Context: an optimization exercise on an open-source flow, tuned for small area, a short achievable clock period and few clock cycles per item. The choices shown serve that exercise and are no tape-out recipe.
At most, simulation tests tie the RTL to the original design; equivalence was not proved.
For runs 1, 2 and 4 to 7, only the layout was checked, not whether the RTL still works.
Power is estimated from default activity; no workload was simulated.

File: flow/run.sh
#!/bin/bash
# synth_recipe.tcl (not shown) runs the flow's synth.tcl, then flattens the netlist and writes it again
# the make line also repeats each setting of config.mk as NAME=value (left out here)
make -C /OpenROAD-flow-scripts/flow DESIGN_CONFIG=/design/flow/config.mk WORK_HOME=/design/flow/orfs CLKGATE_MAP_FILE= SYNTH_SCRIPT=/design/flow/synth_recipe.tcl finish
File: flow/config.mk
export PLATFORM = sky130hd
export DESIGN_NAME = div_sqrt
export DESIGN_NICKNAME = div_sqrt
export VERILOG_FILES = /design/flow/design.v
export SDC_FILE = /design/flow/constraint.sdc
export NUM_CORES = 4
export LEC_CHECK = 0
export ABC_CLOCK_PERIOD_IN_PS = 2500
export CAP_MARGIN = 20
export CORE_MARGIN = 2
export CORE_UTILIZATION = 40
export SLEW_MARGIN = 20
File: flow/constraint.sdc
create_clock -name core_clock -period 7.0 [get_ports {clk}]
set_input_delay 1.4000 -clock core_clock [delete_from_list [all_inputs] [get_ports {clk}]]
set_output_delay 1.4000 -clock core_clock [all_outputs]
set_load 0.01 [all_outputs]
File: flow/design.v
module div_sqrt (
    input  wire        clk,
    input  wire        rst,
    input  wire        in_valid,
    output wire        in_ready,
    input  wire        op,         
    input  wire [31:0] a,
    input  wire [31:0] b,
    input  wire [4:0]  s,
    output reg         out_valid,
    output wire [31:0] result,
    output reg         sat
);
    localparam [1:0] S_IDLE = 2'd0, S_NORM = 2'd1, S_ITER = 2'd2, S_FIN = 2'd3;
    reg [1:0]  state;
    reg [5:0]  cnt;           
    reg        r_op;
    reg        r_aneg;        
    reg        r_neg;         
    reg [4:0]  r_s;
    reg [4:0]  za, zb;        
    reg        a_zero, b_zero;
    reg        f_force;       
    reg        f_zero;        
    reg        f_sat;         
    reg        f_neg;         
    reg [32:0] R;             
    reg [31:0] D;             
    reg [33:0] Q;             
    assign in_ready = (state == S_IDLE) || (state == S_FIN);
    wire   accept   = in_valid && in_ready;
    assign result   = Q[31:0];
    wire [31:0] a_abs = a[31] ? (32'd0 - a) : a;
    wire [31:0] b_abs = b[31] ? (32'd0 - b) : b;
    wire [31:0] r_in  = (op && s[0]) ? {a[30:0], 1'b0} : a_abs;
    function [4:0] lzc32;
        input [31:0] x;
        reg   [15:0] h;
        reg   [7:0]  g;
        reg   [3:0]  f;
        reg   [1:0]  e;
        begin
            lzc32[4] = ~|x[31:16];
            h        = lzc32[4] ? x[15:0] : x[31:16];
            lzc32[3] = ~|h[15:8];
            g        = lzc32[3] ? h[7:0] : h[15:8];
            lzc32[2] = ~|g[7:4];
            f        = lzc32[2] ? g[3:0] : g[7:4];
            lzc32[1] = ~|f[3:2];
            e        = lzc32[1] ? f[1:0] : f[3:2];
            lzc32[0] = ~e[1];
        end
    endfunction
    wire [4:0]  la  = lzc32(R[31:0]);
    wire [4:0]  lb  = lzc32(D);
    wire [4:0]  las = {la[4:1], 1'b0};           
    wire [31:0] an  = R[31:0] << (r_op ? las : la);
    wire [31:0] bn  = D << lb;
    wire signed [7:0] e_div = $signed({3'd0, r_s}) - $signed({3'd0, za}) + $signed({3'd0, zb});
    wire [5:0]  last_div  = e_div[5:0] + 6'd1;
    wire [5:0]  last_sqrt = 6'd16 + {2'd0, r_s[4:1]} - {2'd0, za[4:1]};
    wire [5:0]  last      = r_op ? last_sqrt : last_div;
    wire        e_low     = e_div < -8'sd1;      
    wire        e_high    = e_div > 8'sd32;      
    wire        force_c   = r_op ? (r_aneg | a_zero)
                                 : (b_zero | a_zero | e_low | e_high);
    wire        fzero_c   = r_op | (b_zero ? a_zero : (a_zero | e_low));
    wire        fsat_c    = r_op ? r_aneg : (b_zero | (~a_zero & e_high));
    wire        fneg_c    = b_zero ? r_aneg : r_neg;
    wire [34:0] x_div  = {R, 2'b00};
    wire [34:0] x_sqrt = {R[32:0], Q[33:32]};
    wire [34:0] x      = r_op ? x_sqrt : x_div;
    wire [34:0] t      = {1'b0, D, 1'b0, r_op};
    wire [35:0] diff   = {1'b0, x} - {1'b0, t};
    wire        ge     = ~diff[35];
    wire [33:0] base   = r_op ? {2'd0, D} : Q;
    wire [32:0] bh     = base[33:1];
    wire        sticky = |R;
    wire        up     = base[0] & (r_op | sticky | base[1]);
    wire        ovf    = r_neg ? (bh[32] | (bh[31] & (|bh[30:0] | up)))
                               : (|bh[32:31] | (&bh[30:0] & up));
    wire [31:0] sres   = ({32{r_neg}} ^ bh[31:0]) + {31'd0, r_neg ^ up};
    always @(posedge clk) begin
        if (rst) begin
            state     <= S_IDLE;
            out_valid <= 1'b0;
        end else begin
            out_valid <= 1'b0;
            case (state)
                S_NORM: begin
                    za     <= la;
                    zb     <= lb;
                    a_zero <= ~|R[31:0];
                    b_zero <= ~|D;
                    cnt    <= 6'd0;
                    state  <= S_ITER;
                    if (!r_op) begin
                        R <= {1'b0, an};
                        D <= bn;
                        Q <= 34'd0;
                    end else begin
                        R <= 33'd0;
                        D <= 32'd0;
                        Q <= {an, 2'b00};
                    end
                end
                S_ITER: begin
                    f_force <= force_c;
                    f_zero  <= fzero_c;
                    f_sat   <= fsat_c;
                    f_neg   <= fneg_c;
                    if (!r_op) begin
                        R <= ge ? {diff[33:2], 1'b0} : {R[31:0], 1'b0};
                        Q <= {Q[32:0], ge};
                    end else begin
                        R <= ge ? diff[32:0] : x_sqrt[32:0];
                        D <= {D[30:0], ge};
                        Q <= {Q[31:0], 2'b00};
                    end
                    cnt <= cnt + 6'd1;
                    if (force_c || cnt == last)
                        state <= S_FIN;
                end
                default: begin   
                    if (state == S_FIN) begin
                        out_valid <= 1'b1;
                        if (f_force) begin
                            Q   <= {2'd0, f_zero ? 32'd0 : (f_neg ? 32'h8000_0000 : 32'h7FFF_FFFF)};
                            sat <= f_sat;
                        end else if (ovf) begin
                            Q   <= {2'd0, r_neg ? 32'h8000_0000 : 32'h7FFF_FFFF};
                            sat <= 1'b1;
                        end else begin
                            Q   <= {2'd0, sres};
                            sat <= 1'b0;
                        end
                    end
                    R <= {1'b0, r_in};
                    D <= b_abs;
                    if (accept) begin
                        r_op   <= op;
                        r_aneg <= a[31];
                        r_neg  <= ~op & (a[31] ^ b[31]);
                        r_s    <= s;
                        state  <= S_NORM;
                    end else begin
                        state  <= S_IDLE;
                    end
                end
            endcase
        end
    end
endmodule
==> results of run 1 <==
==> through the flow <==
step | setup WS (ps) | area (µm²) | util, %
floorplan | 1460 | 17000 | -
detailed placement | 1420 | 18400 | 43.8
finish | 1220 | 19000 | 45.2
global placement | 1450 | 18300 | 43.7
global route | 891 | 19000 | 45.2
CTS | 1390 | 18900 | 45.2
==> cells by family after synthesis <==
group / Yosys count / share of synthesized area [%]
compound gates: 677 / 26.3
simple gates: 645 / 18.2
buf+inv: 259 / 6.90
mux: 199 / 13.7
xor+xnor: 139 / 7.17
flops: 133 / 23.4
fa+ha+maj: 58 / 4.41
==> cell usage in the layout (no fill, tap or decap), types with 60 or more instances in the layout <==
master,n
a21oi_1,169
xnor2_1,86
edfxtp_1,130
clkdlybuf4s50_1,107
nand3_1,60
mux2i_1,150
nor2_1,176
o21ai_0,148
inv_1,83
nand2_1,198
==> sequential cells by signal (all words and copies together) (netlist names), 2 cells and up <==
name	cells
R	33
state	2
za	5
zb	5
Q	34
cnt	6
r_s	5
D	32
==> power by group through the flow <==
| stage | Clock (µW) | Combinational [µW] | Sequential (µW) |
|---|---|---|---|
| 3_5_place_dp | 0 | 4080 | 1480 |
| 3_3_place_gp | 0 | 4060 | 1470 |
| 6_report | 939 | 4270 | 1480 |
| 5_1_grt | 972 | 4510 | 1490 |
| 4_1_cts | 942 | 4100 | 1460 |
| 2_1_floorplan | 0 | 2900 | 1280 |
==> routing by layer <==
metal | track usage [%] | wire, µm | vias to the layer above
met5 | 0 | 43 | -
met4 | 13.7 | 3300 | 8
met3 | 8.69 | 8860 | 200
met2 | 49.1 | 31200 | 1237
met1 | 44.8 | 30000 | 8612
li1 | - | - | 7926
==> layout make-up <==
class | instances | area, µm²
Fill cell | 4143 | 23000
Sequential cell | 133 | 3960
Clock inverter | 13 | 134
Tap cell | 539 | 674
Multi-Input combinational cell | 1718 | 11900
Inverter | 87 | 327
Timing Repair Buffer | 162 | 1530
Clock buffer | 19 | 443
==> worst max-delay path: stages (launching register included) <==
cell,delay (ps)
edfxtp_1,650
inv_1,270
ha_1,450
a2111oi_0,730
a311oi_1,300
nor4b_1,400
o21ai_0,280
a41oi_1,450
nand2_2,600
mux2i_1,730
o221ai_1,180
nand2b_1,290
and3_1,190
==> synth_stat cells (7+ instances only) <==
cell type,n
a211oi_1,14
a21o_1,39
a21oi_1,170
a221oi_1,12
a22oi_1,11
a311oi_1,10
a31o_2,7
a31oi_1,56
a41oi_1,8
and2_1,19
and3_1,12
buf_1,26
buf_2,18
buf_4,36
clkbuf_1,87
edfxtp_1,130
ha_1,55
inv_1,84
mux2_2,24
mux2i_1,150
mux4_2,23
nand2_1,199
nand2b_1,15
nand3_1,60
nand4_1,18
nor2_1,177
nor2b_1,25
nor3_1,31
nor4_1,13
o2111ai_1,7
o211ai_1,24
o21a_1,12
o21ai_0,148
o21bai_1,10
o221ai_1,37
o22ai_1,19
o31ai_1,18
or2_2,13
or3_1,36
or4_1,10
xnor2_1,86
xor2_1,53
==> path summary, 6_finish.rpt <==
kind	depth (start not counted)	to	startpoint	slack (ps)
min reg2reg	2	sat$_DFFE_PP_	f_sat$_DFFE_PP_	540
max reg2reg	12	R[20]$_DFFE_PN_	D[10]$_DFFE_PP_	1220
max	12	R[20]$_DFFE_PN_	D[10]$_DFFE_PP_	1220
min	2	sat$_DFFE_PP_	f_sat$_DFFE_PP_	540
==> results.json, run 1 <==
{
  "max_freq_mhz": 173,
  "drt_first_pass_iters": 6,
  "hold_viol": 0,
  "instances_no_fill": 2671,
  "die_y_um": 210,
  "synth_nets": 2241,
  "p_per_area_mw_per_mm2": 353,
  "ant_nets": 0,
  "numCtsBuffers": 17,
  "seqPwrFrac_pct": 22.2,
  "clock_latency_ps": 470,
  "min_period_ps": 5780,
  "vias_per_cell": 6.73,
  "rows": 75,
  "clock_tree.root_cell": "clkbuf_16",
  "postCtsHoldBufs": 0,
  "antenna_cells": 0,
  "async_flop_share_pct": 0,
  "grt-ovfl-total": 0,
  "pin_count": 108,
  "setup_viol": 0,
  "synth_top_area_share_pct": 23.0,
  "layout-drive-gt1-share_pct": 8.72,
  "cp_max_fo": 28,
  "relSlewSlack_pct": 17.8,
  "grt_pass1_wl_mm": 108,
  "core_area_mm2": 0.0419,
  "first_global_vias": 16600,
  "hpwl_mm": 54.7,
  "end_kind": "register",
  "antenna_found_initial": 6,
  "clock_path_buffers": 2,
  "synth_area_leaders": "edfxtp_1 (23%), mux2i_1 (8.8%), a21oi_1 (5.0%)",
  "ys_types": 94,
  "combPwrFrac_pct": 63.8,
  "cts.sinks": 133,
  "syn_area_mm2": 0.0170,
  "final-max-slew-violation-count": 0,
  "dp_cells": 2638,
  "required_ps": 7230,
  "max_cap_violations": 0,
  "fin_worst_skew_ps": 17.3,
  "grtUsageTotal_pct": 32.8,
  "max_slew.worst_pin.slew_ps": 1230,
  "hold_ws_ps": 535,
  "io_buffers": 107,
  "ir_worst_vdd_mv": 0.226,
  "critPathKind": "reg -> reg",
  "status": "finished clean",
  "p_total_uw": 6690,
  "swShare_pct": 51.3,
  "synth-edff-count": 130,
  "power.internal_uw": 3260,
  "power_leakage_uw": 0.00724,
  "totalWireLength_mm": 73.4,
  "wl_per_cell_um": 27.5,
  "cts_resized": 0,
  "initial_core_util_pct": 40.5,
  "p_sw_uw": 3430,
  "critPathLaunchType": "register",
  "synth_top_flop_cell": "edfxtp_1",
  "nets": 2250,
  "clk_pin_slew_ps": 70,
  "grt_setup_unrepaired": "false",
  "vias": 18000,
  "synth-seq-cells": 133,
  "ys_seq_area_share_pct": 23.4,
  "drc_errors": 0,
  "synth.yosys.warnings": 1,
  "gp_congestion": 1.05,
  "die_area_mm2": 0.0441,
  "hp-class": "reg -> reg",
  "tritoncts": "done",
  "grt_max_degree": 138,
  "h-tree-depth": 4,
  "synth_area_leader_cell": "edfxtp_1",
  "avgSynthCellArea_um2": 8.04,
  "fin_tns_setup_ps": 0,
  "drtIter0Drc": 2588,
  "pwr-share-clk_pct": 14.0,
  "fin_crit_sh_pct": 82.6,
  "fp.dieW_um": 210,
  "synthCells": 2110,
  "syn2layout_area_growth_pct": 11.8,
  "cp.arrival_ps": 6020,
  "cts_setup_buffers": 0
}
==> run 2: changes to the inputs <==
--- a/flow/config.mk
+++ b/flow/config.mk
@@ -11,2 +11,3 @@
 export CORE_UTILIZATION = 40
+export SETUP_SLACK_MARGIN = 4.0
 export SLEW_MARGIN = 20
==> results.json, run 2 <==
{
  "status": "finished clean",
  "hp-class": "reg -> reg",
  "drtIter0Drc": 2836,
  "largest_reg_flops": 34,
  "pwr-share-clk_pct": 9.9,
  "dp_cells": 2625,
  "critPathKind": "reg -> reg",
  "syn2layout_area_growth_pct": 49.0,
  "fill_cells": 3416,
  "m1WireLength_mm": 33.0,
  "drt_first_pass_iters": 12,
  "hold_ws_ps": 559,
  "max_slew.worst_pin.slew_ps": 1140,
  "ys_types": 94,
  "h-tree-depth": 4,
  "io_buffers": 107,
  "max_cap_violations": 0,
  "met3_wirelength_mm": 11.5,
  "cts.sinks": 133,
  "layout-drive-gt1-share_pct": 36.8,
  "end_kind": "register",
  "hold_viol": 0,
  "synth_top_area_share_pct": 23.0,
  "die_y_um": 210,
  "required_ps": 7190,
  "synth-edff-count": 130,
  "ant_nets": 0,
  "dp_slack_ps": 1080,
  "fp.dieW_um": 210,
  "syn_area_mm2": 0.0170,
  "synthTopCellsByCount": "nand2_1 (199), nor2_1 (177), a21oi_1 (170), mux2i_1 (150), o21ai_0 (148)",
  "clk_pin_slew_ps": 70,
  "ir_worst_vdd_mv": 0.218,
  "final_common_cell": "buf_4",
  "fin_tns_setup_ps": 0,
  "grtUsageTotal_pct": 38.6,
  "totalWireLength_mm": 88.6,
  "max_freq_mhz": 209,
  "p_sw_uw": 4530,
  "fin_crit_sh_pct": 68.4,
  "tritoncts": "done",
  "grt_pass1_wl_mm": 126,
  "critPathLaunchType": "register",
  "clock_latency_ps": 490,
  "relSlewSlack_pct": 23.5,
  "die_area_mm2": 0.0441,
  "wl_per_cell_um": 29.4,
  "most-common-layout-cells": "buf_4 (269), nand2_1 (182), nor2_1 (156)",
  "nets": 2597,
  "initial_core_util_pct": 40.5,
  "antenna_found_initial": 5,
  "synthCells": 2110,
  "r2r_slack_ps": 2210,
  "vias_per_cell": 6.82,
  "largest_register": "Q",
  "combPwrFrac_pct": 75.1,
  "postCtsHoldBufs": 0,
  "pin_count": 108,
  "final_area_mm2": 0.0253,
  "ys_seq_area_share_pct": 23.4,
  "power_leakage_uw": 0.00951,
  "fin_worst_skew_ps": 21.5,
  "grt_setup_unrepaired": "true",
  "core_area_mm2": 0.0419,
  "first_global_vias": 19300,
  "synth-seq-cells": 133,
  "place_area_mm2": 0.0187,
  "p_per_area_mw_per_mm2": 364,
  "synth_nets": 2241,
  "synth_area_leaders": "edfxtp_1 (23%), mux2i_1 (8.8%), a21oi_1 (5.0%)",
  "min_period_ps": 4790,
  "synth_area_leader_cell": "edfxtp_1",
  "async_flop_share_pct": 0,
  "grt-ovfl-total": 0,
  "cp_max_fo": 6,
  "synth.yosys.warnings": 1,
  "swShare_pct": 49.2,
  "clock_tree.root_cell": "clkbuf_16",
  "drc_errors": 0,
  "cp.arrival_ps": 4980,
  "numCtsBuffers": 17,
  "yosysMostFrequentCell": "nand2_1",
  "seqPwrFrac_pct": 15.0,
  "avgSynthCellArea_um2": 8.04,
  "instances_no_fill": 3019,
  "hpwl_mm": 56.9,
  "clock_path_buffers": 2,
  "power.internal_uw": 4680,
  "rows": 75,
  "final-max-slew-violation-count": 0,
  "setup_viol": 0,
  "fin_ws_ps": 2210,
  "gp_congestion": 1.02,
  "highest_layer": "met5",
  "synth_top_flop_cell": "edfxtp_1",
  "met2WireLength_mm": 37.4,
  "top_regs": "Q (34), R (33), D (32)",
  "vias": 20600,
  "grt_max_degree": 69
}
[run 2: changes by cell type in the layout (fill, tap and decap cells not counted), moves of 21 or more]
cell and delta:
buf_6 +93, o21ai_0 -52, a21oi_1 -61, buf_4 +217, mux2i_4 +51, clkdlybuf4s50_1 -21
o221ai_1 -23, mux2i_1 -71, a21oi_2 +48, o21ai_1 +28
[run 2: area by class of cell]
class                   instances  area, µm²  area share [%]
clock inverters                13        110           0.435
repair inverters                1       7.51          0.0297
clock buffers                  19        443            1.75
well taps                     539        674            2.67
inverters                      87        358            1.42
multi-input cells            1724      14900            58.9
diodes                          1       2.50         0.00990
flip-flops and latches        133       3960            15.7
repair buffers                502       4840            19.1
[run 2: per-stage QoR]
step           power (µW)  util [%]
2_1_floorplan        4350         -
3_3_place_gp         5650      44.6
3_5_place_dp         5670      44.6
4_1_cts              8250      56.6
5_1_grt              9460      60.3
6_report             9210      60.3
[run 2: worst paths after layout]
path / startpoint / endpoint / cells past startpoint
max reg2reg: R[10]$_DFFE_PN_ / R[18]$_DFFE_PN_ / 19
min reg2reg: f_sat$_DFFE_PP_ / sat$_DFFE_PP_ / 2
min: f_sat$_DFFE_PP_ / sat$_DFFE_PP_ / 2
max: R[10]$_DFFE_PN_ / R[18]$_DFFE_PN_ / 19
[run 2: cell families after synthesis]
family,after synthesis,share of synthesized area (%)
AOI/OAI and AO/OA,677,26.3
buffers and inverters,259,6.90
xor gates and xnor gates,139,7.17
muxes,199,13.7
and+or+nand+nor,645,18.2
DFF,133,23.4
adders and majority gates,58,4.41
[run 2: power groups by stage]
stage,registers (µW),clock network (µW),logic (µW)
after floorplan,1280,0,3070
after CTS,1360,905,5980
after detailed placement,1520,0,4150
after global placement,1520,0,4130
after global routing,1380,939,7140
final,1380,909,6920
[run 2: critical path: stages, from the launching register on]
cell	delay, ps
edfxtp_1	470
or3_4	410
or4_4	430
buf_4	150
buf_6	100
buf_6	110
a31o_4	260
o32a_1	330
buf_6	140
a211oi_4	230
nor3_2	80
buf_6	150
buf_8	140
buf_6	120
and3_4	160
o31a_1	220
o32a_1	370
mux2_4	330
a211oi_4	230
a311oi_1	70
[run 2: what timing repair did]
item	CTS	global route
setup buffers	258	88
setup endpoints to repair	151	151
pin swaps	132	94
resized for setup	463	182
cloned	13	2
[run 2: per-layer routing]
| layer | global-route usage (%) | vias up |
|---|---|---|
| met5 | 0.445 | - |
| met3 | 11.2 | 465 |
| met1 | 48.4 | 9818 |
| li1 | - | 8655 |
| met2 | 58.9 | 1654 |
| met4 | 22.8 | 2 |
==> run 3: changes to the inputs <==
--- a/flow/design.v
+++ b/flow/design.v
@@ -58,3 +58,3 @@
     wire [31:0] bn  = D << lb;
-    wire signed [7:0] e_div = $signed({3'd0, r_s}) - $signed({3'd0, za}) + $signed({3'd0, zb});
+    wire [7:0]  e_div = {3'd0, r_s} - {3'd0, za} + {3'd0, zb};    
     wire [5:0]  last_div  = e_div[5:0] + 6'd1;
@@ -62,4 +62,4 @@
     wire [5:0]  last      = r_op ? last_sqrt : last_div;
-    wire        e_low     = e_div < -8'sd1;      
-    wire        e_high    = e_div > 8'sd32;      
+    wire        e_low     = e_div[7] & (e_div != 8'hFF);       
+    wire        e_high    = ~e_div[7] & (e_div[6:0] > 7'd32);  
     wire        force_c   = r_op ? (r_aneg | a_zero)
--- a/flow/config.mk
+++ b/flow/config.mk
@@ -11,3 +11,2 @@
 export CORE_UTILIZATION = 40
-export SETUP_SLACK_MARGIN = 4.0
 export SLEW_MARGIN = 20
==> results.json, run 3 <==
{
  "synth_area_leader_cell": "edfxtp_1",
  "fin_tns_setup_ps": 0,
  "initial_core_util_pct": 40.4,
  "seqPwrFrac_pct": 22.2,
  "gp_congestion": 1.04,
  "clock_latency_ps": 480,
  "pwr-share-clk_pct": 14.2,
  "pin_count": 108,
  "grt_setup_unrepaired": "false",
  "clk_pin_slew_ps": 80,
  "drc_errors": 0,
  "vias_per_cell": 6.81,
  "hpwl_mm": 60.0,
  "combPwrFrac_pct": 63.6,
  "crit_top_cell": "o21ai_0",
  "final_area_mm2": 0.0189,
  "io_buffers": 107,
  "syn2layout_area_growth_pct": 11.4,
  "r2r_cells": 14,
  "cp.arrival_ps": 6470,
  "synthCells": 2219,
  "relSlewSlack_pct": 19.7,
  "clock_tree.root_cell": "clkbuf_16",
  "slowest_stage": "o21ai_0",
  "die_area_mm2": 0.0440,
  "dp_slack_ps": 1330,
  "largest_reg_flops": 34,
  "fin_ws_ps": 888,
  "fp.dieW_um": 210,
  "nets": 2345,
  "totalWireLength_mm": 79.2,
  "hold_ws_ps": 576,
  "place_area_mm2": 0.0183,
  "crit_family": "compound AO/OA/AOI/OAI gates",
  "ant_nets": 0,
  "grtUsageTotal_pct": 35.3,
  "synthTopCellsByCount": "nand2_1 (213), a21oi_1 (210), nor2_1 (201), o21ai_0 (157), edfxtp_1 (130)",
  "hp-class": "reg -> reg",
  "synth-seq-cells": 133,
  "rows": 75,
  "end_kind": "register",
  "hold_depth": 2,
  "status": "finished clean",
  "grt_pass1_wl_mm": 115,
  "antenna_found_initial": 4,
  "path_depth": 14,
  "critPathBufInv": 2,
  "ir_worst_vdd_mv": 0.211,
  "synth-edff-count": 130,
  "final_common_cell": "nand2_1",
  "h-tree-depth": 4,
  "max_cap_violations": 0,
  "path_cells": "nor4_2 > and2_1 > o21ai_2 > buf_4 > inv_1 > a221oi_1 > o211ai_1 > o21ai_0 > o2111a_1 > nand4b_1 > o21ai_0 > nand2_1 > a21oi_1 > or3_1",
  "numCtsBuffers": 17,
  "ys_types": 91,
  "wl_per_cell_um": 28.6,
  "synth_area_leaders": "edfxtp_1 (23%), a21oi_1 (6.2%), mux2i_1 (6.2%)",
  "tritoncts": "done",
  "die_y_um": 210,
  "syn_area_mm2": 0.0169,
  "fin_worst_skew_ps": 20.7,
  "drt_first_pass_iters": 10,
  "cp_max_fo": 30,
  "grt_max_degree": 147,
  "required_ps": 7350,
  "cts.sinks": 133,
  "p_per_area_mw_per_mm2": 354,
  "top_regs": "Q (34), R (33), D (32)",
  "max_slew.worst_pin.slew_ps": 1190,
  "layout-drive-gt1-share_pct": 6.83,
  "final-max-slew-violation-count": 0,
  "first_global_vias": 17400,
  "setup_viol": 0,
  "async_flop_share_pct": 0,
  "cts_setup_buffers": 0,
  "most-common-layout-cells": "nand2_1 (213), a21oi_1 (210), nor2_1 (198)",
  "p_sw_uw": 3590,
  "synth_nets": 2350,
  "critPathKind": "reg -> reg",
  "critPathLaunchType": "register",
  "hold_viol": 0,
  "yosysMostFrequentCell": "nand2_1",
  "grt-ovfl-total": 0,
  "synth_top_area_share_pct": 23.1,
  "clock_path_buffers": 2,
  "power.internal_uw": 3080,
  "drtIter0Drc": 2769,
  "synth.yosys.warnings": 1,
  "core_area_mm2": 0.0419,
  "critPathMaxStageDelay_ps": 960,
  "antenna_cells": 0,
  "synth_top_flop_cell": "edfxtp_1",
  "avgSynthCellArea_um2": 7.63,
  "cts_resized": 0,
  "max_freq_mhz": 164,
  "largest_register": "Q",
  "power_leakage_uw": 0.00695,
  "min_period_ps": 6110,
  "vias": 18800,
  "swShare_pct": 53.8,
  "postCtsHoldBufs": 0,
  "ys_seq_area_share_pct": 23.4,
  "fin_crit_sh_pct": 87.3
}
-- run 3: stage by stage --
| stage | cells | util (%) | total power (µW) |
|---|---|---|---|
| final | 2766 | 45.1 | 6670 |
| after global routing | 2766 | 45.1 | 6940 |
| after CTS | 2766 | 45.1 | 6490 |
| after detailed placement | 2734 | 43.6 | 5540 |
| after global placement | 2734 | 43.6 | 5540 |
| after floorplan | 2219 | - | 4080 |
-- run 3: cell families after synthesis --
group | after synthesis | share of synthesized area [%]
AOI/OAI and AO/OA | 773 | 29.9
xor gates and xnor gates | 133 | 6.88
adders and majority gates | 58 | 4.42
buffers and inverters | 271 | 7.15
DFF | 133 | 23.4
muxes | 126 | 7.69
and+or+nand+nor | 725 | 20.6
-- run 3: final timing paths --
path | slack (ps) | from | end
max | 890 | R[28]$_DFFE_PN_ | R[25]$_DFFE_PN_
min | 580 | state[1]$_SDFFE_PP0P_ | state[1]$_SDFFE_PP0P_
max reg2reg | 890 | R[28]$_DFFE_PN_ | R[25]$_DFFE_PN_
min reg2reg | 580 | state[1]$_SDFFE_PP0P_ | state[1]$_SDFFE_PP0P_
-- run 3: worst reg2reg max path: cells and delay by family, from the launching register on --
family | cells | cell delay [ps]
compound gates | 7 | 3020
buf+inv | 2 | 860
flops | 1 | 530
simple gates | 5 | 1600
-- run 3: cell type report --
cell class	count	area [µm²]
Clock buffer	17	425
Clock inverter	15	179
Fill cell	4224	23000
Inverter	87	327
Multi-Input combinational cell	1815	11800
Sequential cell	133	3960
Tap cell	539	674
Timing Repair Buffer	160	1480
-- run 3: metal layers --
layer  up-vias  track usage (%)  part of all wire (%)
met5         -                0                 0.034
met4         4             19.4                   5.9
met3       240             8.16                    11
met2      1273             52.8                    42
met1      8968             46.9                    40
li1       8344                -                     -
-- run 3: power groups by stage --
| stage | sequential (µW) | combinational (µW) | clock, µW |
|---|---|---|---|
| after floorplan | 1270 | 2810 | 0 |
| after CTS | 1460 | 4090 | 952 |
| after global placement | 1470 | 4060 | 0 |
| after detailed placement | 1470 | 4070 | 0 |
| after global routing | 1480 | 4480 | 980 |
| final | 1480 | 4240 | 950 |
Testbench counts of run 3, summed over its fixed seeds: cycles 37,514, items 2,400.
==> run 4: changes to the inputs <==
--- a/flow/design.v
+++ b/flow/design.v
@@ -26,3 +26,3 @@
     reg        f_neg;         
-    reg [32:0] R;             
+    reg [33:0] R;             
     reg [31:0] D;             
@@ -69,11 +69,11 @@
     wire        fneg_c    = b_zero ? r_aneg : r_neg;
-    wire [34:0] x_div  = {R, 2'b00};
-    wire [34:0] x_sqrt = {R[32:0], Q[33:32]};
-    wire [34:0] x      = r_op ? x_sqrt : x_div;
-    wire [34:0] t      = {1'b0, D, 1'b0, r_op};
-    wire [35:0] diff   = {1'b0, x} - {1'b0, t};
-    wire        ge     = ~diff[35];
+    wire        m      = ~R[33];
+    wire [35:0] x      = {R[33:0], r_op ? Q[33:32] : 2'b00};
+    wire [35:0] t      = {{2{m}}, D ^ {32{m}}, r_op | m, r_op | m};
+    wire [36:0] sum1   = {x, 1'b1} + {t, ~r_op & m};      
+    wire [35:0] sum    = sum1[36:1];
+    wire        qb     = ~sum[35];
     wire [33:0] base   = r_op ? {2'd0, D} : Q;
     wire [32:0] bh     = base[33:1];
-    wire        sticky = |R;
+    wire        sticky = |R;                   
     wire        up     = base[0] & (r_op | sticky | base[1]);
@@ -97,3 +97,3 @@
                     if (!r_op) begin
-                        R <= {1'b0, an};
+                        R <= {2'b00, an};
                         D <= bn;
@@ -101,3 +101,3 @@
                     end else begin
-                        R <= 33'd0;
+                        R <= 34'd0;
                         D <= 32'd0;
@@ -112,7 +112,7 @@
                     if (!r_op) begin
-                        R <= ge ? {diff[33:2], 1'b0} : {R[31:0], 1'b0};
-                        Q <= {Q[32:0], ge};
+                        R <= sum[34:1];
+                        Q <= {Q[32:0], qb};
                     end else begin
-                        R <= ge ? diff[32:0] : x_sqrt[32:0];
-                        D <= {D[30:0], ge};
+                        R <= sum[33:0];
+                        D <= {D[30:0], qb};
                         Q <= {Q[31:0], 2'b00};
@@ -137,3 +137,3 @@
                     end
-                    R <= {1'b0, r_in};
+                    R <= {2'b00, r_in};
                     D <= b_abs;
==> results.json, run 4 <==
{
  "layout-drive-gt1-share_pct": 7.79,
  "drc_errors": 0,
  "vias": 18000,
  "syn_area_mm2": 0.0168,
  "fin_crit_sh_pct": 86.0,
  "critPathLaunchType": "register",
  "fin_tns_setup_ps": 0,
  "postCtsHoldBufs": 0,
  "cts_resized": 0,
  "seq_area_mm2": 0.00399,
  "grt_pass1_wl_mm": 109,
  "ys_seq_area_share_pct": 23.8,
  "synth.yosys.warnings": 1,
  "die_y_um": 209,
  "grt_setup_unrepaired": "false",
  "pin_count": 108,
  "synth-seq-cells": 134,
  "p_sw_uw": 3270,
  "max_freq_mhz": 166,
  "p_per_area_mw_per_mm2": 339,
  "h-tree-depth": 4,
  "path_cells": "nor4_1 > and2_0 > o21ai_2 > inv_2 > buf_4 > a221oi_1 > o31a_1 > o21ai_4 > buf_4 > mux2i_2 > mux2i_1 > mux2_2 > a222oi_1 > o221ai_1 > a21boi_1",
  "ys_types": 92,
  "synth_nets": 2275,
  "cts_setup_buffers": 0,
  "end_kind": "register",
  "ant_nets": 0,
  "ir_worst_vdd_mv": 0.169,
  "synth_area_leader_cell": "edfxtp_1",
  "initial_core_util_pct": 40.3,
  "clk_pin_slew_ps": 70,
  "cp_max_fo": 19,
  "syn2layout_area_growth_pct": 12.1,
  "drt_first_pass_iters": 7,
  "rows": 75,
  "avgSynthCellArea_um2": 7.85,
  "io_buffers": 107,
  "clock_latency_ps": 470,
  "grt-ovfl-total": 0,
  "die_area_mm2": 0.0437,
  "critPathKind": "reg -> reg",
  "core_area_mm2": 0.0418,
  "power_leakage_uw": 0.00693,
  "crit_top_cell": "buf_4",
  "synthCells": 2143,
  "cp.arrival_ps": 6220,
  "slowest_stage": "a222oi_1",
  "fin_worst_skew_ps": 17.8,
  "power.internal_uw": 3110,
  "fill_cells": 4152,
  "synth_top_flop_cell": "edfxtp_1",
  "seqPwrFrac_pct": 23.2,
  "synthTopCellsByCount": "a21oi_1 (211), nand2_1 (188), o21ai_0 (168), nor2_1 (167), edfxtp_1 (131)",
  "clock_tree.root_cell": "clkbuf_16",
  "utilization_pct": 45.1,
  "grt_max_degree": 109,
  "cts.sinks": 134,
  "most-common-layout-cells": "a21oi_1 (210), nand2_1 (188), o21ai_0 (168)",
  "hold_viol": 0,
  "wl_per_cell_um": 27.7,
  "critPathMaxStageDelay_ps": 730,
  "status": "finished clean",
  "tritoncts": "done",
  "vias_per_cell": 6.68,
  "synth_top_area_share_pct": 23.4,
  "pwr-share-clk_pct": 14.6,
  "yosysMostFrequentCell": "a21oi_1",
  "swShare_pct": 51.3,
  "relSlewSlack_pct": 24.7,
  "synth-edff-count": 131,
  "async_flop_share_pct": 0,
  "fp.dieW_um": 209,
  "min_period_ps": 6020,
  "clock_path_buffers": 2,
  "hp-class": "reg -> reg",
  "nets": 2276,
  "gp_congestion": 1.01,
  "hpwl_mm": 56.3,
  "setup_viol": 0,
  "totalWireLength_mm": 74.7,
  "first_global_vias": 16600,
  "final_common_cell": "a21oi_1",
  "grtUsageTotal_pct": 33.3,
  "final-max-slew-violation-count": 0,
  "top_regs": "Q (34), R (34), D (32)",
  "combPwrFrac_pct": 62.3,
  "synth_area_leaders": "edfxtp_1 (23%), mux2i_1 (7.0%), a21oi_1 (6.3%)",
  "max_cap_violations": 0,
  "max_slew.worst_pin.slew_ps": 1130,
  "required_ps": 7200,
  "drtIter0Drc": 2662,
  "numCtsBuffers": 17,
  "multi_input_area_mm2": 0.0118,
  "antenna_found_initial": 1
}
[run 4: cell count changes in the layout (fill, tap and decap cells not counted), moves of 13 or more]
cell | before | now
and3_1 | 20 | 6
inv_1 | 81 | 58
mux2i_1 | 105 | 118
nand2_1 | 213 | 188
nand3_1 | 61 | 41
nor2_1 | 198 | 164
o211ai_1 | 35 | 17
o221ai_1 | 40 | 23
xnor2_1 | 77 | 110
[run 4: power by group through the flow]
stage / Sequential, µW / Combinational (µW) / Clock (µW)
6_report: 1480 / 3980 / 930
2_1_floorplan: 1250 / 2690 / 0
5_1_grt: 1480 / 4220 / 962
3_3_place_gp: 1470 / 3800 / 0
4_1_cts: 1460 / 3830 / 939
3_5_place_dp: 1480 / 3810 / 0
[run 4: kinds of logic after synthesis]
family / share of synthesized area, %
compound gates: 29.1
xor+xnor: 8.62
fa+ha+maj: 4.52
buf+inv: 6.80
flops: 23.8
mux: 9.12
simple gates: 18.1
[run 4: worst paths after layout]
| check | start | endpoint | slack, ps | depth (start not counted) |
|---|---|---|---|---|
| setup reg to reg | R[26]$_DFFE_PN_ | Q[25]$_DFFE_PP_ | 980 | 15 |
| hold reg to reg | state[1]$_SDFFE_PP0P_ | state[1]$_SDFFE_PP0P_ | 580 | 2 |
| hold / removal | state[1]$_SDFFE_PP0P_ | state[1]$_SDFFE_PP0P_ | 580 | 2 |
| setup / recovery | R[26]$_DFFE_PN_ | Q[25]$_DFFE_PP_ | 980 | 15 |
[run 4: worst max-delay path, delay by kind of cell (launching register included)]
kind	cells	cell delay, ps
AO/OA/AOI/OAI	7	2100
multiplexers	3	1200
flip-flops	1	550
buffers and inverters	3	780
AND/OR/NAND/NOR	2	1120
[run 4: metrics by stage]
| stage | cells | area, µm² | hold WS (ps) | setup slack (ps) | total power [µW] |
|---|---|---|---|---|---|
| final | 2699 | 18800 | 583 | 978 | 6380 |
| after global routing | 2696 | 18800 | 623 | 716 | 6660 |
| after CTS | 2694 | 18800 | 577 | 1120 | 6230 |
| after detailed placement | 2662 | 18200 | 566 | 1140 | 5280 |
| after global placement | 2662 | 18200 | 550 | 917 | 5270 |
| after floorplan | 2143 | 16800 | 504 | 2510 | 3930 |
[run 4: cell type report]
| class | count | area share [%] |
|---|---|---|
| sequential | 134 | 21.2 |
| timing repair buffer | 173 | 8.52 |
| multi-input combinational | 1753 | 62.4 |
| inverter | 65 | 1.31 |
| clock buffer | 20 | 2.32 |
| antenna | 3 | 0.0398 |
| clock inverter | 12 | 0.677 |
| tap | 539 | 3.58 |
[run 4: per-layer routing]
layer	share of wire [%]	track usage [%]	wire (µm)	up-vias
met4	4.8	16.2	3590	2
met3	11	7.39	8120	181
met5	0.017	0	13	-
li1	-	-	-	8056
met2	43	49.7	31900	1171
met1	42	45.3	31100	8614
==> run 5: changes to the inputs <==
--- a/flow/config.mk
+++ b/flow/config.mk
@@ -11,2 +11,3 @@
 export CORE_UTILIZATION = 40
+export SETUP_SLACK_MARGIN = 3.0
 export SLEW_MARGIN = 20
==> results.json, run 5 <==
{
  "critPathLaunch": "R[26]$_DFFE_PN_",
  "grt_use_met1_pct": 48.5,
  "drt_first_pass_iters": 9,
  "synth-edff-count": 131,
  "numCtsBuffers": 17,
  "ys_types": 92,
  "critPathKind": "reg -> reg",
  "vias": 20400,
  "vias_per_cell": 6.85,
  "fin_tns_setup_ps": 0,
  "hold_start": "r_aneg$_DFFE_PP_",
  "multi_input_area_mm2": 0.0141,
  "hp-class": "reg -> reg",
  "synth-seq-cells": 134,
  "pin_count": 108,
  "critPathLaunchType": "register",
  "antenna_cells": 0,
  "fin_ws_ps": 2420,
  "most-common-layout-cells": "buf_4 (279), a21oi_1 (175), nand2_1 (173)",
  "totalWireLength_mm": 84.7,
  "top_regs": "Q (34), R (34), D (32)",
  "initial_core_util_pct": 40.3,
  "clock_latency_ps": 470,
  "p_per_area_mw_per_mm2": 343,
  "end_kind": "register",
  "use_met2_pct": 52.8,
  "hold_viol": 0,
  "path_cells": "buf_4 > buf_4 > nor2_1 > and3_1 > o21ai_2 > inv_4 > buf_6 > a221oi_1 > o31a_1 > buf_4 > o21ai_2 > buf_6 > mux2i_1 > mux2i_1 > a22o_1 > a221oi_2 > o221ai_1 > nor2b_1",
  "hold_ws_ps": 562,
  "cp_max_fo": 12,
  "r2r_slack_ps": 2420,
  "async_flop_share_pct": 0,
  "fin_worst_skew_ps": 11.3,
  "seq_area_mm2": 0.00399,
  "relSlewSlack_pct": 26.1,
  "final-max-slew-violation-count": 0,
  "tritoncts": "done",
  "grt-ovfl-total": 0,
  "core_area_mm2": 0.0418,
  "dp_slack_ps": 1160,
  "synthCells": 2143,
  "max_freq_mhz": 218,
  "clock_path_buffers": 2,
  "antenna_found_initial": 0,
  "drtIter0Drc": 3222,
  "synth.yosys.warnings": 1,
  "grtUsageTotal_pct": 36.2,
  "status": "finished clean",
  "grt_setup_unrepaired": "true",
  "io_buffers": 107,
  "clk_pin_slew_ps": 70,
  "gp_congestion": 1.03,
  "h-tree-depth": 4,
  "synth_area_leaders": "edfxtp_1 (23%), mux2i_1 (7.0%), a21oi_1 (6.3%)",
  "critPathMaxStageDelay_ps": 480,
  "grt_max_degree": 67,
  "critPathBufInv": 6,
  "synth_nets": 2275,
  "fp.dieW_um": 209,
  "synth_top_area_share_pct": 23.4,
  "yosysMostFrequentCell": "a21oi_1",
  "slowest_stage": "edfxtp_1",
  "cp.arrival_ps": 4800,
  "layout-drive-gt1-share_pct": 30.4,
  "max_cap_violations": 0,
  "grtUsageMet3_pct": 10.5,
  "ant_nets": 0,
  "required_ps": 7220,
  "nets": 2551,
  "grt_pass1_wl_mm": 119,
  "busiest_layer": "met2",
  "crit_family": "compound AO/OA/AOI/OAI gates",
  "ir_worst_vdd_mv": 0.209,
  "max_slew.worst_pin.slew_ps": 1100,
  "drc_errors": 0,
  "clock_tree.root_cell": "clkbuf_16",
  "fill_cells": 3746,
  "cts.sinks": 134,
  "final_common_cell": "buf_4",
  "hpwl_mm": 56.9,
  "synthTopCellsByCount": "a21oi_1 (211), nand2_1 (188), o21ai_0 (168), nor2_1 (167), edfxtp_1 (131)",
  "synth_area_leader_cell": "edfxtp_1",
  "syn_area_mm2": 0.0168,
  "setup_viol": 0,
  "synth_top_flop_cell": "edfxtp_1",
  "avgSynthCellArea_um2": 7.85,
  "power_leakage_uw": 0.00876,
  "wl_per_cell_um": 28.5,
  "rows": 75,
  "crit_top_cell": "buf_4",
  "fin_crit_sh_pct": 65.4,
  "timing.rr.start": "R[26]$_DFFE_PN_",
  "ys_seq_area_share_pct": 23.8,
  "die_area_mm2": 0.0437,
  "syn2layout_area_growth_pct": 40.0,
  "first_global_vias": 18200,
  "die_y_um": 209,
  "min_period_ps": 4580
}
==> run 5: cell counts after synthesis <==
Identical to the previous run, type by type.
==> run 5: layout make-up <==
type                    instances  area share (%)
repair buffers                441            16.5
repair inverters                1          0.0372
well taps                     539            2.86
flip-flops and latches        134            17.0
clock buffers                  19            1.84
clock inverters                13           0.654
multi-input cells            1759            59.8
inverters                      65            1.29
==> run 5: timing repair <==
item,CTS,global route
resized for setup,285,233
endpoints found under the setup margin,106,92
hold buffers,0,0
cloned,6,3
pin swaps,58,129
buffers inserted,135,139
==> run 5: worst reg2reg max path: stages (launching register included) <==
cell	delay (ps)
edfxtp_1	480
buf_4	180
buf_4	150
nor2_1	220
and3_1	250
o21ai_2	120
inv_4	170
buf_6	220
a221oi_1	110
o31a_1	290
buf_4	170
o21ai_2	390
buf_6	220
mux2i_1	270
mux2i_1	220
a22o_1	240
a221oi_2	260
o221ai_1	180
nor2b_1	200
==> run 5: report_power, final <==
group	switching [µW]	internal [µW]	leakage, µW
logic	3350	2370	0.00719
clock network	410	558	0.000283
registers	249	1130	0.00129
total	4010	4060	0.00876
==> run 5: stage by stage <==
step / instance area (µm²) / utilization, % / total power, µW / std cells
floorplan: 17000 / - / 3950 / 2143
global placement: 18300 / 43.9 / 5240 / 2655
detailed placement: 18300 / 43.9 / 5260 / 2655
CTS: 21300 / 51.1 / 7020 / 2828
global route: 23500 / 56.4 / 8320 / 2971
finish: 23500 / 56.4 / 8070 / 2971
==> run 5: metal layers <==
layer / up-vias / routed length, µm / part of all wire (%)
met5: - / 0 / 0
met4: 0 / 5810 / 6.9
met3: 403 / 11400 / 13
met2: 1642 / 34800 / 41
met1: 9674 / 32600 / 39
li1: 8633 / - / -
==> run 5: worst paths after layout <==
path,endpoint,cells after the start
max,Q[27]$_DFFE_PP_,18
min,f_neg$_DFFE_PP_,2
max reg2reg,Q[27]$_DFFE_PP_,18
min reg2reg,f_neg$_DFFE_PP_,2
==> run 5: logic make-up after synthesis <==
family	Yosys count	share of synthesized area, %
muxes	144	9.12
xor gates and xnor gates	164	8.62
AOI/OAI and AO/OA	756	29.1
buffers and inverters	256	6.80
adders and majority gates	59	4.52
DFF	134	23.8
and+or+nand+nor	630	18.1
==> run 6: changes to the inputs <==
--- a/flow/design.v
+++ b/flow/design.v
@@ -22,2 +22,3 @@
     reg        a_zero, b_zero;
+    reg        a_ovf, b_ovf;   
     reg        f_force;       
@@ -53,8 +54,13 @@
     endfunction
-    wire [4:0]  la  = lzc32(R[31:0]);
-    wire [4:0]  lb  = lzc32(D);
-    wire [4:0]  las = {la[4:1], 1'b0};           
-    wire [31:0] an  = R[31:0] << (r_op ? las : la);
-    wire [31:0] bn  = D << lb;
-    wire [7:0]  e_div = {3'd0, r_s} - {3'd0, za} + {3'd0, zb};    
+    wire [4:0]  la_in = lzc32((op && s[0]) ? {a[30:0], 1'b0} : (a ^ {32{a[31]}}));
+    wire [4:0]  lb_in = lzc32(b ^ {32{b[31]}});
+    wire [4:0]  las   = {za[4:1], 1'b0};         
+    wire [31:0] ash   = R[31:0] << (r_op ? las : za);
+    wire [31:0] bsh   = D << zb;
+    wire        a_sh_ovf = ~ash[31] & ~a_zero;
+    wire        b_sh_ovf = ~bsh[31] & ~b_zero;
+    wire [31:0] an    = {r_op ? ash[31] : ~a_zero, ash[30:0]};
+    wire [31:0] bn    = {~b_zero, bsh[30:0]};
+    wire [7:0]  e_div = {3'd0, r_s} - {3'd0, za} + {3'd0, zb}
+                      + {7'd0, a_ovf} - {7'd0, b_ovf};              
     wire [5:0]  last_div  = e_div[5:0] + 6'd1;
@@ -90,6 +96,4 @@
                 S_NORM: begin
-                    za     <= la;
-                    zb     <= lb;
-                    a_zero <= ~|R[31:0];
-                    b_zero <= ~|D;
+                    a_ovf  <= a_sh_ovf;
+                    b_ovf  <= b_sh_ovf;
                     cnt    <= 6'd0;
@@ -144,2 +148,6 @@
                         r_s    <= s;
+                        za     <= la_in;
+                        a_zero <= ~|a;
+                        b_zero <= ~|b;
+                        zb     <= lb_in;
                         state  <= S_NORM;
--- a/flow/config.mk
+++ b/flow/config.mk
@@ -11,3 +11,2 @@
 export CORE_UTILIZATION = 40
-export SETUP_SLACK_MARGIN = 3.0
 export SLEW_MARGIN = 20
==> results.json, run 6 <==
{
  "status": "finished clean",
  "min_period_ps": 5040,
  "top_regs": "Q (34), R (34), D (32)",
  "first_global_vias": 17800,
  "critPathLaunchType": "input pin",
  "ys_seq_area_share_pct": 21.5,
  "most-common-layout-cells": "a21oi_1 (218), nand2_1 (194), nor2_1 (168)",
  "synth_area_leaders": "edfxtp_1 (21%), mux2i_1 (6.4%), xnor2_1 (6.2%)",
  "power_leakage_uw": 0.00740,
  "antenna_found_initial": 1,
  "numCtsBuffers": 17,
  "grtUsageTotal_pct": 30.1,
  "crit_top_cell": "o221ai_1",
  "final_common_cell": "a21oi_1",
  "fin_tns_setup_ps": 0,
  "h-tree-depth": 4,
  "r2r-end": "Q[31]$_DFFE_PP_",
  "avgSynthCellArea_um2": 8.08,
  "final-max-slew-violation-count": 0,
  "synth_top_area_share_pct": 21.2,
  "io_buffers": 107,
  "grt_max_degree": 70,
  "crit_family": "compound AO/OA/AOI/OAI gates",
  "critPathKind": "in -> reg",
  "synthTopCellsByCount": "a21oi_1 (218), nand2_1 (195), nor2_1 (171), clkbuf_1 (144)",
  "r2r_slack_ps": 2020,
  "fin_worst_skew_ps": 20.0,
  "core_area_mm2": 0.0466,
  "slowest_stage": "clkdlybuf4s50_1",
  "hpwl_mm": 56.1,
  "fp.dieW_um": 221,
  "cts_setup_buffers": 0,
  "die_y_um": 221,
  "grt_pass1_wl_mm": 113,
  "grt_setup_unrepaired": "false",
  "relSlewSlack_pct": 21.4,
  "synth_nets": 2476,
  "initial_core_util_pct": 40.5,
  "synth_area_leader_cell": "edfxtp_1",
  "pin_count": 108,
  "critPathBufInv": 2,
  "async_flop_share_pct": 0,
  "antenna_cells": 0,
  "critPathLaunch": "op",
  "synthCells": 2336,
  "ys_types": 93,
  "max_cap_violations": 0,
  "whs_endpoint": "f_neg$_DFFE_PP_",
  "fin_crit_sh_pct": 72.1,
  "grt-ovfl-total": 0,
  "ir_worst_vdd_mv": 0.219,
  "synth_top_flop_cell": "edfxtp_1",
  "drtIter0Drc": 2628,
  "cp_max_fo": 16,
  "synth-edff-count": 133,
  "r2r_cells": 16,
  "cts_resized": 0,
  "end_kind": "register",
  "cts.sinks": 136,
  "synth-seq-cells": 136,
  "cp.arrival_ps": 5270,
  "hold_start": "r_aneg$_DFFE_PP_",
  "drc_errors": 0,
  "layout-drive-gt1-share_pct": 7.70,
  "wl_per_cell_um": 26.5,
  "hold_depth": 2,
  "max_freq_mhz": 198,
  "yosysMostFrequentCell": "a21oi_1",
  "die_area_mm2": 0.0489,
  "clock_latency_ps": 480,
  "syn2layout_area_growth_pct": 8.48,
  "timing.rr.start": "R[33]$_DFFE_PN_",
  "clock_tree.root_cell": "clkbuf_16",
  "path_cells": "clkdlybuf4s50_1 > a21o_1 > o22ai_1 > o221ai_1 > or3_1 > inv_2 > a211oi_1 > a221oi_1 > o221ai_1 > a21oi_1 > o21a_1",
  "totalWireLength_mm": 76.4,
  "fill_cells": 4648,
  "required_ps": 7230,
  "nets": 2399,
  "drt_first_pass_iters": 8,
  "clk_pin_slew_ps": 70,
  "setup_viol": 0,
  "synth.yosys.warnings": 1,
  "postCtsHoldBufs": 0,
  "vias_per_cell": 6.74,
  "hp-class": "reg -> reg",
  "max_slew.worst_pin.slew_ps": 1170,
  "vias": 19400,
  "ant_nets": 0,
  "hold_viol": 0,
  "p_per_area_mw_per_mm2": 281,
  "gp_congestion": 0.988,
  "rows": 79,
  "critPathMaxStageDelay_ps": 810,
  "syn_area_mm2": 0.0189,
  "clock_path_buffers": 2,
  "p_total_uw": 5760,
  "tritoncts": "done"
}
## run 6: changes by cell type after synthesis, moves of 14 or more
cell	delta
a31oi_1	-28
nor3_1	+14
o21ai_1	+34
and3_1	+21
mux4_2	+45
xnor2_1	+23
clkbuf_1	+24
o21ai_0	-74
## run 6: cell type report
cell class	instances	area, µm²	area share, %
Timing Repair Buffer	148	1370	6.69
Tap cell	607	759	3.71
Clock inverter	15	143	0.697
Clock buffer	17	425	2.08
Inverter	71	267	1.30
Multi-Input combinational cell	1885	13400	65.7
Sequential cell	136	4050	19.8
## run 6: worst max path at each step
stage / endpoint / slack (ps) / depth (start not counted)
after floorplan: zb[0]$_DFFE_PP_ / 2150 / 13
after global placement: za[0]$_DFFE_PP_ / 1640 / 11
after detailed placement: za[0]$_DFFE_PP_ / 1580 / 11
after CTS: za[0]$_DFFE_PP_ / 2080 / 11
after global routing: za[0]$_DFFE_PP_ / 1660 / 11
final: za[0]$_DFFE_PP_ / 1960 / 11
## run 6: kinds of logic (layout without fill, tap and decap cells)
family | count (synthesis) | in the layout | synth area share (%)
AO/OA/AOI/OAI | 725 | 725 | 25.4
XOR/XNOR | 193 | 193 | 9.03
adder cells (fa/ha/maj) | 67 | 67 | 4.60
buffers and inverters | 315 | 251 | 7.36
flip-flops | 136 | 136 | 21.5
multiplexers | 185 | 185 | 13.2
AND/OR/NAND/NOR | 715 | 715 | 18.9
## run 6: metrics by stage
| stage | setup slack, ps | util (%) | instances | hold WS [ps] | cell area [µm²] |
|---|---|---|---|---|---|
| 2_1_floorplan | 2150 | - | 2336 | 516 | 18900 |
| 3_3_place_gp | 1640 | 42.7 | 2847 | 599 | 19900 |
| 3_5_place_dp | 1580 | 42.7 | 2847 | 597 | 19900 |
| 4_1_cts | 2080 | 44.0 | 2879 | 618 | 20500 |
| 5_1_grt | 1660 | 44.0 | 2879 | 660 | 20500 |
| 6_report | 1960 | 44.0 | 2879 | 629 | 20500 |
## run 6: worst reg2reg max path: stages, from the launching register on
cell	delay, ps
edfxtp_1	350
buf_4	310
inv_1	150
ha_1	250
nor4b_1	310
nand4_1	110
or4_1	410
o21ai_1	370
xnor2_1	180
ha_1	260
o2111ai_1	340
nor3_2	420
nand4_2	250
o41ai_1	480
a211oi_1	120
nand2b_1	160
o31a_1	280
## run 6: where the power goes
group          internal (µW)  total [µW]  switching [µW]
registers               1110        1480             366
clock network            494         918             424
logic                   1320        3360            2040
## run 6: routing by layer
| metal | share of wire (%) | GRT usage [%] | routed length [µm] | vias up |
|---|---|---|---|---|
| li1 | - | - | - | 8636 |
| met1 | 41 | 40.7 | 31600 | 9380 |
| met2 | 45 | 47.2 | 34500 | 1189 |
| met3 | 9.8 | 6.02 | 7500 | 191 |
| met4 | 3.7 | 12.0 | 2860 | 4 |
| met5 | 0.029 | 0 | 22 | - |
==> run 7: changes to the inputs <==
--- a/flow/design.v
+++ b/flow/design.v
@@ -75,2 +75,9 @@
     wire        fneg_c    = b_zero ? r_aneg : r_neg;
+    wire [7:0]  e_nov     = {3'd0, r_s} - {3'd0, za} + {3'd0, zb};
+    wire        n_low     = e_nov[7] & (e_nov < 8'hFE);          
+    wire        n_high    = ~e_nov[7] & (e_nov[6:0] > 7'd33);    
+    wire        force_n   = r_op ? (r_aneg | a_zero)
+                                 : (b_zero | a_zero | n_low | n_high);
+    wire        fzero_n   = r_op | (b_zero ? a_zero : (a_zero | n_low));
+    wire        fsat_n    = r_op ? r_aneg : (b_zero | (~a_zero & n_high));
     wire        m      = ~R[33];
@@ -99,3 +106,7 @@
                     cnt    <= 6'd0;
-                    state  <= S_ITER;
+                    state  <= force_n ? S_FIN : S_ITER;
+                    f_force <= force_n;
+                    f_zero  <= fzero_n;
+                    f_sat   <= fsat_n;
+                    f_neg   <= fneg_c;
                     if (!r_op) begin
==> results.json, run 7 <==
{
  "synth-adder-area-share_pct": 5.08,
  "synth-edff-count": 133,
  "drtIter0Drc": 2466,
  "fin_tns_setup_ps": 0,
  "die_area_mm2": 0.0488,
  "vias": 19400,
  "drc_errors": 0,
  "layout-drive-gt1-share_pct": 7.11,
  "synth_nets": 2562,
  "initial_core_util_pct": 40.5,
  "ir_worst_vdd_mv": 0.298,
  "grt_max_degree": 75,
  "yosysMostFrequentCell": "a21oi_1",
  "die_y_um": 221,
  "instances_no_fill": 2970,
  "synth-seq-cells": 136,
  "relSlewSlack_pct": 28.5,
  "cp.arrival_ps": 6080,
  "postCtsHoldBufs": 0,
  "top_regs": "Q (34), R (34), D (32)",
  "hold_viol": 0,
  "pin_count": 108,
  "critPathLaunchType": "register",
  "synth_top_family_by_area": "compound AO/OA/AOI/OAI gates",
  "avgSynthCellArea_um2": 7.79,
  "grt_use_met1_pct": 39.9,
  "nets": 2497,
  "fp.dieW_um": 221,
  "core_area_mm2": 0.0465,
  "combPwrFrac_pct": 70.4,
  "drt_first_pass_iters": 6,
  "ys_seq_area_share_pct": 21.6,
  "synth_top_flop_cell": "edfxtp_1",
  "synth_xor_area_share_pct": 8.80,
  "synth-simple-area-share_pct": 19.8,
  "p_sw_uw": 5620,
  "p_total_uw": 10400,
  "end_kind": "register",
  "power_leakage_uw": 0.00755,
  "clock_path_buffers": 2,
  "p_per_area_mw_per_mm2": 509,
  "synthTopCellsByCount": "a21oi_1 (256), nor2_1 (214), nand2_1 (200), mux2i_1 (166), o21ai_0 (146)",
  "synthCells": 2415,
  "cts.sinks": 136,
  "max_slew.worst_pin.slew_ps": 1070,
  "numCtsBuffers": 17,
  "async_flop_share_pct": 0,
  "synth_area_leader_cell": "edfxtp_1",
  "dp_cells": 2938,
  "cp_max_fo": 20,
  "ant_nets": 0,
  "synth_top_area_share_pct": 21.2,
  "power.internal_uw": 4820,
  "grtUsageMet3_pct": 5.54,
  "fin_crit_sh_pct": 81.8,
  "grt-ovfl-total": 0,
  "dp_slack_ps": 1480,
  "h-tree-depth": 4,
  "cts_setup_buffers": 0,
  "clock_latency_ps": 470,
  "grt_setup_unrepaired": "false",
  "antenna_found_initial": 0,
  "wl_per_cell_um": 25.0,
  "totalWireLength_mm": 74.1,
  "syn2layout_area_growth_pct": 9.12,
  "hold_ws_ps": 512,
  "min_period_ps": 5720,
  "synth.mux.area_fraction_pct": 13.1,
  "cts_resized": 0,
  "fin_ws_ps": 1280,
  "seqPwrFrac_pct": 20.8,
  "status": "finished clean",
  "antenna_cells": 0,
  "max_freq_mhz": 175,
  "max_cap_violations": 0,
  "synth.yosys.warnings": 1,
  "clock_tree.root_cell": "clkbuf_16",
  "critPathKind": "reg -> reg",
  "synth_compound_area_share_pct": 24.7,
  "rows": 79,
  "hp-class": "reg -> reg",
  "tritoncts": "done",
  "use_met2_pct": 45.3,
  "first_global_vias": 17700,
  "swShare_pct": 53.8,
  "grtUsageTotal_pct": 29.4,
  "ys_types": 88,
  "final_common_cell": "a21oi_1",
  "busiest_layer": "met2",
  "clk_pin_slew_ps": 60,
  "io_buffers": 107,
  "required_ps": 7350,
  "synth_area_leaders": "edfxtp_1 (21%), mux2i_1 (8.8%), a21oi_1 (6.8%)",
  "vias_per_cell": 6.52,
  "syn_area_mm2": 0.0188,
  "final-max-slew-violation-count": 0,
  "gp_congestion": 0.985,
  "setup_viol": 0,
  "most-common-layout-cells": "a21oi_1 (256), nor2_1 (211), nand2_1 (199)",
  "hpwl_mm": 55.3,
  "fin_worst_skew_ps": 15.9,
  "grt_pass1_wl_mm": 112,
  "pwr-share-clk_pct": 8.9
}
==> run 7: cell count changes after synthesis, moves of 11 or more <==
cell      before  now
nand3_1       38   65
o21ai_0       94  146
a221oi_1      33   19
mux4_2        50   23
a21oi_1      218  256
o22ai_1       27   13
nor2_1       171  214
buf_2         31   20
o21ai_1       40    6
or3_1         39   15
mux2_2        13   26
mux2i_1      120  166
o221ai_1      21   34
==> run 7: power groups by stage <==
| stage | clock, µW | combinational [µW] | sequential, µW |
|---|---|---|---|
| after floorplan | 0 | 5490 | 1660 |
| after global placement | 0 | 7040 | 2130 |
| after detailed placement | 0 | 7120 | 2140 |
| after CTS | 933 | 7170 | 2120 |
| after global routing | 959 | 8000 | 2170 |
| final | 926 | 7340 | 2170 |
==> run 7: area by class of cell <==
cell class | instances | area (µm²)
fillers | 4712 | 25900
multi-input cells | 1977 | 13500
flip-flops and latches | 136 | 4050
repair buffers | 145 | 1350
well taps | 607 | 759
clock buffers | 17 | 425
inverters | 73 | 274
clock inverters | 15 | 153
==> run 7: per-layer routing <==
metal	routed length, µm	share of wire, %
met2	32800	44
met3	7240	9.8
met5	0	0
met4	3330	4.5
met1	30700	41
==> run 7: cell families (layout without fill, tap and decap cells) <==
logic type | count (synthesis) | count (layout)
AND/OR/NAND/NOR | 770 | 770
adder cells (fa/ha/maj) | 74 | 74
flip-flops | 136 | 136
XOR/XNOR | 189 | 189
buffers and inverters | 302 | 250
multiplexers | 215 | 215
AO/OA/AOI/OAI | 729 | 729
==> run 7: path summary, 6_finish.rpt <==
kind / start / end / slack [ps] / cells past startpoint
worst min-delay path: state[0]$_SDFFE_PP0P_ / state[0]$_SDFFE_PP0P_ / 510 / 2
worst max register to register: za[4]$_DFFE_PP_ / state[1]$_SDFFE_PP0P_ / 1280 / 20
worst min register to register: state[0]$_SDFFE_PP0P_ / state[0]$_SDFFE_PP0P_ / 510 / 2
worst max-delay path: za[4]$_DFFE_PP_ / state[1]$_SDFFE_PP0P_ / 1280 / 20
==> run 7: worst max-delay path: stages, from the launching register on <==
cell and delay [ps]:
edfxtp_1 730, inv_1 440, ha_1 440, xnor2_1 140, ha_1 450, nand3_1 120
nand3_1 260, nor2_1 110, xnor2_1 240, inv_1 70, ha_1 390, nand3b_1 160
o21ai_0 80, a31oi_1 330, a21oi_1 100, o21bai_1 190, a221oi_1 290, o21ai_0 250
mux2i_1 190, a21oi_1 250, mux2_2 360
==> run 7: per-stage QoR <==
step	cell area, µm²	util, %
2_1_floorplan	18800	-
3_3_place_gp	19900	42.9
3_5_place_dp	19900	42.9
4_1_cts	20500	44.2
5_1_grt	20500	44.2
6_report	20500	44.2

-- separate check: timing with driven ports --
The results above use ideal ports. As a check the final layouts listed here were re-extracted and re-timed, cells and wires unchanged.
Step 1, drivers: a clkbuf_16 drives clk and a buf_2 each remaining input, both assumed.
Step 2 adds t to the input delays and takes it off the output delays; t is the mean of the earliest and latest rising clock arrival at the registers after step 1. Input paths then give back, and output paths get back, about the clock's delay inside the block.
Three values: no drivers, after step 1, after step 2; two values: the first two.
| run | t, ns | slack for setup (ns) | latest minus earliest clock arrival (ns) |
|---|---|---|---|
| run 1 | 0.517 | 1.217 / 1.217 / 1.217 | 0.017 / 0.018 |
| run 2 | 0.539 | 2.210 / 2.210 / 2.210 | 0.021 / 0.022 |
| run 3 | 0.522 | 0.888 / 0.888 / 0.888 | 0.020 / 0.021 |
| run 4 | 0.519 | 0.978 / 0.978 / 0.978 | 0.017 / 0.018 |
| run 5 | 0.519 | 2.423 / 2.423 / 2.327 | 0.012 / 0.012 |
| run 6 | 0.531 | 1.956 / 1.986 / 1.455 | 0.020 / 0.020 |
| run 7 | 0.517 | 1.277 / 1.277 / 1.277 | 0.016 / 0.016 |
After both steps setup and hold are still met in every run listed. For run 6, which loses most, drivers alone change the setup slack by +0.030 ns; drivers and shift together by -0.501 ns.
